Context: an optimization exercise on an open-source flow, tuned for small area, a short achievable clock period and few clock cycles per item. The choices shown serve that exercise and are no tape-out recipe. At most, simulation tests tie the RTL to the original design; equivalence was not proved.

==> flow/design.v (excerpt) <==
module stream_filter (
    input  wire        clk,
    input  wire        rst,          
    input  wire        cfg_we,
    input  wire [31:0] cfg_wdata,
    output wire [31:0] cfg_rdata,
    output reg         cfg_err,
    input  wire        in_valid,
    input  wire [31:0] in_data,
    output wire        in_ready,
    output reg         out_valid,
    output reg  [31:0] out_val,
    output reg         out_emit
);
    localparam [2:0] F_NONE = 3'd0,
                     F_AVG  = 3'd1,
                     F_MED3 = 3'd2,
                     F_IIR  = 3'd3;
    localparam NST = 3;
    function integer nsteps(input integer s);
        nsteps = (s == 3) ? 11 : 10;
    endfunction
    function [37:0] add38(input [37:0] a, input [37:0] b, input ci);
        reg c;
        integer i;
        begin
            c = ci;
            for (i = 0; i < 38; i = i + 1) begin
                add38[i] = a[i] ^ b[i] ^ c;
                c = (a[i] & b[i]) | (a[i] & c) | (b[i] & c);
            end
        end
    endfunction
    function ge32(input [31:0] a, input [31:0] b);
        reg [31:0] p, q;
        reg c;
        integer i;
        begin
            p = a ^ 32'h8000_0000;
            q = ~(b ^ 32'h8000_0000);
            c = 1'b1;
            for (i = 0; i < 32; i = i + 1)
                c = (p[i] & q[i]) | (p[i] & c) | (q[i] & c);
            ge32 = c;
        end
    endfunction
    reg [2:0] filter;
    reg [6:0] param;
    reg [7:0] decim;
    reg       bat_en;
    reg       policy;
    assign cfg_rdata = {6'd0, policy, bat_en, decim, 1'b0, param, 5'd0, filter};
    wire [2:0] w_filter = cfg_wdata[2:0];
    wire [6:0] w_param  = cfg_wdata[14:8];
    wire [7:0] w_decim  = cfg_wdata[23:16];
    wire pz_lo   = ~|w_param[3:0];
    wire pz_hi   = ~|w_param[6:4];
    wire p_zero  = pz_lo & pz_hi;
    wire p_iir   = pz_hi & ~pz_lo;
    wire p_avg   = (w_param[6] & ~|w_param[5:0]) | (~w_param[6] & |w_param[5:1]);
    wire w_ok    = |w_decim & ~w_filter[2] &
                   ((~w_filter[0] & p_zero) | (w_filter[0] & ~w_filter[1] & p_avg) |
                    (w_filter[0] & w_filter[1] & p_iir));
    wire cfg_take = cfg_we && w_ok;
    always @(posedge clk) begin
        if (rst) begin
            filter  <= F_NONE;
            param   <= 7'd0;
            decim   <= 8'd1;
            bat_en  <= 1'b0;
            policy  <= 1'b0;
  ...
clock: 120.0 ns
lec_check: 0
abc_area: 1
cap_margin: 0
core_margin: 2
core_utilization: 60
cts_buf_list: sky130_fd_sc_hd__clkbuf_8
cts_cluster_diameter: 50
cts_cluster_size: 16
place_density: 0.75
slew_margin: 0
standard.sh (not shown) runs the stock make flow with config.mk's settings and CLKGATE_MAP_FILE= SYNTH_SCRIPT=/design/flow/synth_recipe.tcl, a recipe that flattens the netlist after the stock synthesis.
==> flow/flow/run.sh <==
#!/bin/bash
# Layout: the standard flow (standard.sh), with the port buffers that
# ORFS's placement step adds made sky130_fd_sc_hd__buf_2 cells. Everything
# else, synthesis included, is the standard flow unchanged.
set -euo pipefail
export BUFFER_PORTS_ARGS="-buffer_cell sky130_fd_sc_hd__buf_2"
bash standard.sh finish > standard_flow.log 2>&1
The baseline went through all stages and came out clean.
Testbench counts at the start, summed over its fixed seeds: cycles 17,423, items 17,303.
Change:
--- a/flow/design.v
+++ b/flow/design.v
@@ -187,39 +187,39 @@
             acc  <= nacc;
             dcnt <= emit_now ? 8'd0 : dcnt + 8'd1;
         end
         if (v1)
             bc <= ab;
     end
     function [36:0] steps;           
         input [5:0]  rem;
         input [30:0] w;              
         input [5:0]  nm;             
         input        ng;             
         input integer k;
-        reg   [6:0]  t, cy;
-        reg   [5:0]  e;
-        reg          q;
+        reg   [6:0]  t, d, gn, pr, nb;
+        reg   [7:0]  cy;
         integer j, i;
         begin
             for (j = 0; j < k; j = j + 1) begin
                 t     = {rem, w[30]};
+                nb    = {1'b1, nm};
+                gn    = t & nb;
+                pr    = t ^ nb;
                 cy[0] = 1'b0;
-                for (i = 0; i < 6; i = i + 1) begin
-                    e[i]    = nm[i] ^ cy[i];
-                    cy[i+1] = (t[i] & nm[i]) | (t[i] & cy[i]) | (nm[i] & cy[i]);
-                end
-                q   = t[6] | cy[6];
-                w   = {w[29:0], q ^ ng};
-                rem = q ? (t[5:0] ^ e) : t[5:0];
+                for (i = 0; i < 7; i = i + 1)
+                    cy[i+1] = gn[i] | (pr[i] & cy[i]);
+                d = pr ^ cy[6:0];
+                w   = {w[29:0], cy[7] ^ ng};
+                rem = cy[7] ? d[5:0] : t[5:0];
             end
             steps = {rem, w};
         end
     endfunction
     reg        dv [1:NST];
     reg  [5:0] dr [1:NST];
     reg [30:0] dw [1:NST];
     reg  [5:0] dn [1:NST];
     reg        dg [1:NST];           
     reg        de [1:NST];           
     always @(posedge clk) begin
         if (rst)
Result:
- register-to-register slack is worse by 0.33 ns
- die area stays flat
- clock skew grows by 0.0061 ns
Testbench counts after the change, summed over its fixed seeds: cycles 17,423, items 17,303.


Setup of cedar:
The RTL this note starts from:
==> flow/design.v <==
module stream_filter (
    input  wire        clk,
    input  wire        rst,          
    input  wire        cfg_we,
    input  wire [31:0] cfg_wdata,
    output wire [31:0] cfg_rdata,
    output reg         cfg_err,
    input  wire        in_valid,
    input  wire [31:0] in_data,
    output wire        in_ready,
    output reg         out_valid,
    output reg  [31:0] out_val,
    output reg         out_emit
);
    localparam [2:0] F_NONE = 3'd0,
                     F_AVG  = 3'd1,
                     F_MED3 = 3'd2,
                     F_IIR  = 3'd3;
    localparam NST = 4;
    function integer nsteps(input integer s);
        nsteps = (s == 1) ? 7 : 8;
    endfunction
    function [37:0] add38(input [37:0] a, input [37:0] b, input ci);
        reg c;
        integer i;
        begin
            c = ci;
            for (i = 0; i < 38; i = i + 1) begin
                add38[i] = a[i] ^ b[i] ^ c;
                c = (a[i] & b[i]) | (a[i] & c) | (b[i] & c);
            end
        end
    endfunction
    function ge32(input [31:0] a, input [31:0] b);
        reg [31:0] p, q;
        reg c;
        integer i;
        begin
            p = a ^ 32'h8000_0000;
            q = ~(b ^ 32'h8000_0000);
            c = 1'b1;
            for (i = 0; i < 32; i = i + 1)
                c = (p[i] & q[i]) | (p[i] & c) | (q[i] & c);
            ge32 = c;
        end
    endfunction
    reg [2:0] filter;
    reg [6:0] param;
    reg [7:0] decim;
    reg       bat_en;
    reg       policy;
    assign cfg_rdata = {6'd0, policy, bat_en, decim, 1'b0, param, 5'd0, filter};
    wire [2:0] w_filter = cfg_wdata[2:0];
    wire [6:0] w_param  = cfg_wdata[14:8];
    wire [7:0] w_decim  = cfg_wdata[23:16];
    wire p_zero  = (w_param == 7'd0);
    wire p_avg   = w_param[6] ? (w_param[5:0] == 6'd0) : (w_param[5:1] != 5'd0);
    wire p_iir   = (w_param[6:4] == 3'd0) && !p_zero;
    wire w_ok    = (w_decim != 8'd0) && !w_filter[2] &&
                   (w_filter[0] ? (w_filter[1] ? p_iir : p_avg) : p_zero);
    wire cfg_take = cfg_we && w_ok;
    always @(posedge clk) begin
        if (rst) begin
            filter  <= F_NONE;
            param   <= 7'd0;
            decim   <= 8'd1;
            bat_en  <= 1'b0;
            policy  <= 1'b0;
            cfg_err <= 1'b0;
        end else begin
            cfg_err <= cfg_we && !w_ok;
            if (cfg_take) begin
                filter <= w_filter;
                param  <= w_param;
                decim  <= w_decim;
                bat_en <= cfg_wdata[24];
                policy <= cfg_wdata[25];
            end
        end
    end
    wire       f_avg  = (filter == F_AVG);
    wire       f_med  = (filter == F_MED3);
    wire       f_iir  = (filter == F_IIR);
    wire [5:0] ring_m = f_avg ? param[5:0] - 6'd1 : f_med ? 6'd3 : 6'd0;    
    wire [6:0] cap    = f_avg ? param : 7'd3;    
    wire [3:0] kk     = param[3:0];              
    reg  [5:0] rot;                  
    reg        nrdy;                 
    reg        rdy_o;                
    assign in_ready = rdy_o;
    wire take = in_valid && !nrdy;   
    reg  [31:0] r0;
    reg  [31:0] s1  [0:0];
    reg  [31:0] s2  [0:1];
    reg  [31:0] s4  [0:3];
    reg  [31:0] s8  [0:7];
    reg  [31:0] s16 [0:15];
    reg  [31:0] s32 [0:31];
    wire [31:0] o1 = ring_m[0] ? s1[0]   : r0;
    wire [31:0] o2 = ring_m[1] ? s2[1]   : o1;
    wire [31:0] o3 = ring_m[2] ? s4[3]   : o2;
    wire [31:0] o4 = ring_m[3] ? s8[7]   : o3;
    wire [31:0] o5 = ring_m[4] ? s16[15] : o4;
    wire [31:0] o6 = ring_m[5] ? s32[31] : o5;    
    integer i;
    always @(posedge clk) begin
        r0     <= take ? in_data : o6;
        s1[0]  <= r0;
        s2[0]  <= o1;
        s4[0]  <= o2;
        s8[0]  <= o3;
        s16[0] <= o4;
        s32[0] <= o5;
        s2[1]  <= s2[0];
        for (i = 1; i < 4;  i = i + 1) s4[i]  <= s4[i-1];
        for (i = 1; i < 8;  i = i + 1) s8[i]  <= s8[i-1];
        for (i = 1; i < 16; i = i + 1) s16[i] <= s16[i-1];
        for (i = 1; i < 32; i = i + 1) s32[i] <= s32[i-1];
    end
    reg clr;                         
    wire [5:0] rot_nxt = (take || rot >= ring_m) ? 6'd0 : rot + 6'd1;
    wire       rdy_nxt = (rot_nxt == 6'd0);
    wire       rdy_d   = rdy_nxt || rst || clr;
    always @(posedge clk) begin
        rot   <= (rst || clr) ? 6'd0 : rot_nxt;
        nrdy  <= !(rdy_d || cfg_take);
        rdy_o <= rdy_d || cfg_take;
    end
    reg                v1;           
    reg  [6:0]         ncnt;         
    reg  [37:0]        acc;          
    reg  [7:0]         dcnt;         
    reg                bc;           
    always @(posedge clk) begin
        if (rst)
            v1 <= 1'b0;
        else
            v1 <= take;
        clr <= rst || cfg_take;
    end
    wire [31:0] x     = r0;
    wire [37:0] x38   = {{6{x[31]}}, x};
    wire        full  = (ncnt == cap);
    wire        first = (ncnt == 7'd1);
    reg         ci_iir;          
    always @(posedge clk)
        ci_iir <= (filter == F_IIR);
    wire [37:0] sum   = add38(x38, acc, ci_iir);
    wire [3:0]  sh    = first ? 4'd0 : kk;
    wire [32:0] st0   = sum[32:0];
    wire [32:0] st1   = sh[0] ? {st0[32],      st0[32:1]} : st0;
    wire [32:0] st2   = sh[1] ? {{2{st1[32]}}, st1[32:2]} : st1;
    wire [32:0] st3   = sh[2] ? {{4{st2[32]}}, st2[32:4]} : st2;
    wire [32:0] st4   = sh[3] ? {{8{st3[32]}}, st3[32:8]} : st3;
    wire [37:0] minu  = f_iir ? acc : sum;
    wire [37:0] subt  = f_iir ? {{5{st4[32]}}, st4} : (full ? {{6{o6[31]}}, o6} : 38'd0);
    wire [37:0] nacc  = add38(minu, ~subt, 1'b1);
    wire [31:0] b  = s1[0];
    wire [31:0] c  = s2[0];
    wire        ab = ge32(x, b);
    wire        ac = ge32(x, c);
    wire        lt2 = (ncnt[6:2] == 5'd0) && !(ncnt[1] && ncnt[0]);    
    wire [31:0] med = (!f_med || lt2 || ab != ac) ? x : (bc == ab) ? b : c;
    wire [37:0] sumr  = add38(sum, {31'd0, ncnt - 7'd1}, 1'b0);
    wire [31:0] y     = f_iir ? ~nacc[31:0] : med;
    wire [37:0] w     = f_avg ? (sum[37] ? sumr : sum) : {{6{y[31]}}, y};
    wire [6:0]  den   = f_avg ? ncnt : 7'd1;
    wire emit_now = (dcnt + 8'd1 == decim);
    always @(posedge clk) begin
        if (clr) begin
            ncnt <= 7'd1;
            acc  <= 38'd0;
            dcnt <= 8'd0;
        end else if (v1) begin
            if (!full)
                ncnt <= ncnt + 7'd1;
            acc  <= nacc;
            dcnt <= emit_now ? 8'd0 : dcnt + 8'd1;
        end
        if (v1)
            bc <= ab;
    end
    function [36:0] steps;           
        input [5:0]  rem;
        input [30:0] w;              
        input [6:0]  nb;             
        input        ng;             
        input integer k;
        reg   [6:0]  t, d, gn, pr;
        reg   [7:0]  cy;
        integer j, i;
        begin
            for (j = 0; j < k; j = j + 1) begin
                t     = {rem, w[30]};
                gn    = t & nb;
                pr    = t ^ nb;
                cy[0] = 1'b1;
                for (i = 0; i < 7; i = i + 1)
                    cy[i+1] = gn[i] | (pr[i] & cy[i]);
                d = pr ^ cy[6:0];
                w   = {w[29:0], cy[7] ^ ng};
                rem = cy[7] ? d[5:0] : t[5:0];
            end
            steps = {rem, w};
        end
    endfunction
    reg        dv [1:NST];
    reg  [5:0] dr [1:NST];
    reg [30:0] dw [1:NST];
    reg  [6:0] dn [1:NST];
    reg        dg [1:NST];           
    reg        de [1:NST];           
    always @(posedge clk) begin
        if (rst)
            dv[1] <= 1'b0;
        else
            dv[1] <= v1;
        {dr[1], dw[1]} <= w[36:0];
        dn[1] <= ~den;
        dg[1] <= w[37];
        de[1] <= emit_now && bat_en;
    end
    genvar g;
    generate
        for (g = 2; g <= NST; g = g + 1) begin : stage
            wire [36:0] s = (g == 2) ? steps(dr[1] ^ {6{dg[1]}}, dw[1] ^ {31{dg[1]}}, dn[1], dg[1], nsteps(1))
                                     : steps(dr[g-1], dw[g-1], dn[g-1], dg[g-1], nsteps(g-1));
            always @(posedge clk) begin
                if (rst)
                    dv[g] <= 1'b0;
                else
                    dv[g] <= dv[g-1];
                {dr[g], dw[g]} <= s;
                dn[g] <= dn[g-1];
                dg[g] <= dg[g-1];
                de[g] <= de[g-1];
            end
        end
    endgenerate
    wire [36:0] sl  = steps(dr[NST], dw[NST], dn[NST], dg[NST], nsteps(NST));
    wire [31:0] res = {dg[NST], sl[30:0]};
    always @(posedge clk) begin
        if (rst) begin
            out_valid <= 1'b0;
            out_val   <= 32'd0;
            out_emit  <= 1'b0;
        end else begin
            out_valid <= dv[NST];
            out_emit  <= dv[NST] && de[NST];
            if (dv[NST])
                out_val <= res;
        end
    end
endmodule
clock: 120.0 ns
lec_check: 0
cap_margin: 20
core_margin: 2
core_utilization: 60
cts_buf_list: sky130_fd_sc_hd__clkbuf_8
cts_cluster_diameter: 50
cts_cluster_size: 16
place_density: 0.75
slew_margin: 70
run.sh (not shown) runs the stock make flow with config.mk's settings and CLKGATE_MAP_FILE= SYNTH_SCRIPT=/design/flow/synth_recipe.tcl, a recipe that flattens the netlist after the stock synthesis.
Stock flow here: none of the scripts above is used.
Edits applied to the flow inputs when going from cedar to xenon:
-- flow/design.v --
<<< cedar, line 19
    localparam NST = 4;
    function integer nsteps(input integer s);
        nsteps = (s == 1) ? 7 : 8;
    endfunction
    function [37:0] add38(input [37:0] a, input [37:0] b, input ci);
>>> xenon, line 19
    localparam NST = 4;
    function integer nsteps(input integer s);
        nsteps = 8;
    endfunction
    function [37:0] add38(input [37:0] a, input [37:0] b, input ci);
<<< cedar, line 143
    wire        full  = (ncnt == cap);
    wire        first = (ncnt == 7'd1);
    reg         ci_iir;          
    always @(posedge clk)
        ci_iir <= (filter == F_IIR);
    wire [37:0] sum   = add38(x38, acc, ci_iir);
    wire [3:0]  sh    = first ? 4'd0 : kk;
    wire [32:0] st0   = sum[32:0];
>>> xenon, line 143
    wire        full  = (ncnt == cap);
    wire        first = (ncnt == 7'd1);
    wire [37:0] sum   = add38(x38, acc, f_iir);
    wire [3:0]  sh    = first ? 4'd0 : kk;
    wire [32:0] st0   = sum[32:0];
<<< cedar, line 162
    wire        lt2 = (ncnt[6:2] == 5'd0) && !(ncnt[1] && ncnt[0]);    
    wire [31:0] med = (!f_med || lt2 || ab != ac) ? x : (bc == ab) ? b : c;
    wire [37:0] sumr  = add38(sum, {31'd0, ncnt - 7'd1}, 1'b0);
    wire [31:0] y     = f_iir ? ~nacc[31:0] : med;
    wire [37:0] w     = f_avg ? (sum[37] ? sumr : sum) : {{6{y[31]}}, y};
    wire [6:0]  den   = f_avg ? ncnt : 7'd1;
    wire emit_now = (dcnt + 8'd1 == decim);
    always @(posedge clk) begin
>>> xenon, line 159
    wire        lt2 = (ncnt[6:2] == 5'd0) && !(ncnt[1] && ncnt[0]);    
    wire [31:0] med = (!f_med || lt2 || ab != ac) ? x : (bc == ab) ? b : c;
    wire [37:0] num = f_avg ? sum : f_iir ? ~{{6{nacc[31]}}, nacc[31:0]} : {{6{med[31]}}, med};
    wire [6:0]  den = f_avg ? ncnt : 7'd1;
    wire emit_now = (dcnt + 8'd1 == decim);
    always @(posedge clk) begin
<<< cedar, line 181
            bc <= ab;
    end
    function [36:0] steps;           
        input [5:0]  rem;
        input [30:0] w;              
        input [6:0]  nb;             
        input        ng;             
        input integer k;
        reg   [6:0]  t, d, gn, pr;
>>> xenon, line 176
            bc <= ab;
    end
    function [37:0] steps;           
        input [5:0]  rem;
        input [31:0] w;              
        input [6:0]  nb;             
        input integer k;
        reg   [6:0]  t, d, gn, pr;
<<< cedar, line 192
        begin
            for (j = 0; j < k; j = j + 1) begin
                t     = {rem, w[30]};
                gn    = t & nb;
                pr    = t ^ nb;
>>> xenon, line 186
        begin
            for (j = 0; j < k; j = j + 1) begin
                t     = {rem, w[31]};
                gn    = t & nb;
                pr    = t ^ nb;
<<< cedar, line 199
                    cy[i+1] = gn[i] | (pr[i] & cy[i]);
                d = pr ^ cy[6:0];
                w   = {w[29:0], cy[7] ^ ng};
                rem = cy[7] ? d[5:0] : t[5:0];
            end
>>> xenon, line 193
                    cy[i+1] = gn[i] | (pr[i] & cy[i]);
                d = pr ^ cy[6:0];
                w   = {w[30:0], cy[7]};
                rem = cy[7] ? d[5:0] : t[5:0];
            end
<<< cedar, line 207
    reg        dv [1:NST];
    reg  [5:0] dr [1:NST];
    reg [30:0] dw [1:NST];
    reg  [6:0] dn [1:NST];
    reg        dg [1:NST];           
>>> xenon, line 201
    reg        dv [1:NST];
    reg  [5:0] dr [1:NST];
    reg [31:0] dw [1:NST];
    reg  [6:0] dn [1:NST];
    reg        dg [1:NST];           
<<< cedar, line 216
        else
            dv[1] <= v1;
        {dr[1], dw[1]} <= w[36:0];
        dn[1] <= ~den;
        dg[1] <= w[37];
        de[1] <= emit_now && bat_en;
    end
    genvar g;
    generate
        for (g = 2; g <= NST; g = g + 1) begin : stage
            wire [36:0] s = (g == 2) ? steps(dr[1] ^ {6{dg[1]}}, dw[1] ^ {31{dg[1]}}, dn[1], dg[1], nsteps(1))
                                     : steps(dr[g-1], dw[g-1], dn[g-1], dg[g-1], nsteps(g-1));
            always @(posedge clk) begin
                if (rst)
>>> xenon, line 210
        else
            dv[1] <= v1;
        {dr[1], dw[1]} <= num;
        dn[1] <= ~den;
        dg[1] <= num[37];
        de[1] <= emit_now && bat_en;
    end
    wire [37:0] mag1 = {dr[1], dw[1]} ^ {38{dg[1]}};
    genvar g;
    generate
        for (g = 2; g <= NST; g = g + 1) begin : stage
            wire [37:0] s = (g == 2) ? steps(mag1[37:32], mag1[31:0], dn[1], nsteps(1))
                                     : steps(dr[g-1], dw[g-1], dn[g-1], nsteps(g-1));
            always @(posedge clk) begin
                if (rst)
<<< cedar, line 238
        end
    endgenerate
    wire [36:0] sl  = steps(dr[NST], dw[NST], dn[NST], dg[NST], nsteps(NST));
    wire [31:0] res = {dg[NST], sl[30:0]};
    always @(posedge clk) begin
        if (rst) begin
>>> xenon, line 233
        end
    endgenerate
    wire [37:0] sl  = steps(dr[NST], dw[NST], dn[NST], nsteps(NST));
    wire [31:0] q   = sl[31:0];
    wire        c1  = ({1'b0, sl[37:32]} + 7'd1 == ~dn[NST]);    
    wire        inc = dg[NST] && !c1;
    wire [31:0] qx  = q ^ {32{dg[NST]}};
    reg  [31:0] pre;                 
    reg  [31:0] pt [0:5];
    integer lv, k;
    always @(*) begin
        pt[0] = {qx[30:0], 1'b1};
        for (lv = 0; lv < 5; lv = lv + 1)
            for (k = 0; k < 32; k = k + 1)
                pt[lv+1][k] = (k >= (1 << lv)) ? pt[lv][k] & pt[lv][k - (1 << lv)] : pt[lv][k];
        pre = pt[5];
    end
    wire [31:0] res = qx ^ (pre & {32{inc}});
    always @(posedge clk) begin
        if (rst) begin
### Flow results
- Summary — aggregate global-route resource usage, xenon relative to cedar: higher, by 0.80 points.
- xenon vs cedar: endpoint arrival time on the critical path down
- Layout overhead on the synthesized area delta (xenon -> cedar): insignificant
- NOTE number of distinct library cells after synthesis cedar->xenon decreased by a few percent
- The fraction of the cycle the final worst path needs was comparable across xenon and cedar.
- xenon drops more vias than cedar.
- Compared with cedar, xenon shows a lower final critical path time including I/O delays and setup.
Function was not checked in any run of this note: the RTL went through the layout flow alone.

## afterwards: timing with drivers on the ports
The flow's constraints put no driver on any port. The routed layouts listed below were extracted and timed again, unchanged, in two steps. Step 1: set_driving_cell puts a clkbuf_16 on clk and a buf_2 on each other input, an assumption about the parent block. Step 2 moves the port delays by t, midway between the first and last clock arrival at a register: inputs arrive t later, outputs are due t later. That takes back most of the time a late clock gives input paths. a / b / c = ideal ports / drivers / drivers and shift; a / b = the first two.
run	t, ns	setup WS [ns]	worst register clock-pin slew, ns
the first run of note 1	0.931	94.452 / 94.384 / 94.087	0.10 / 0.10
the second run of note 1	0.908	94.587 / 94.520 / 93.946	0.11 / 0.11
cedar	0.940	93.751 / 93.796 / 92.856	0.10 / 0.10
xenon	0.956	93.763 / 93.693 / 93.175	0.10 / 0.10
After both steps setup and hold are still met in every run listed. The setup slack of cedar, which loses most, moves by +0.045 ns with the drivers and by -0.895 ns with both steps.
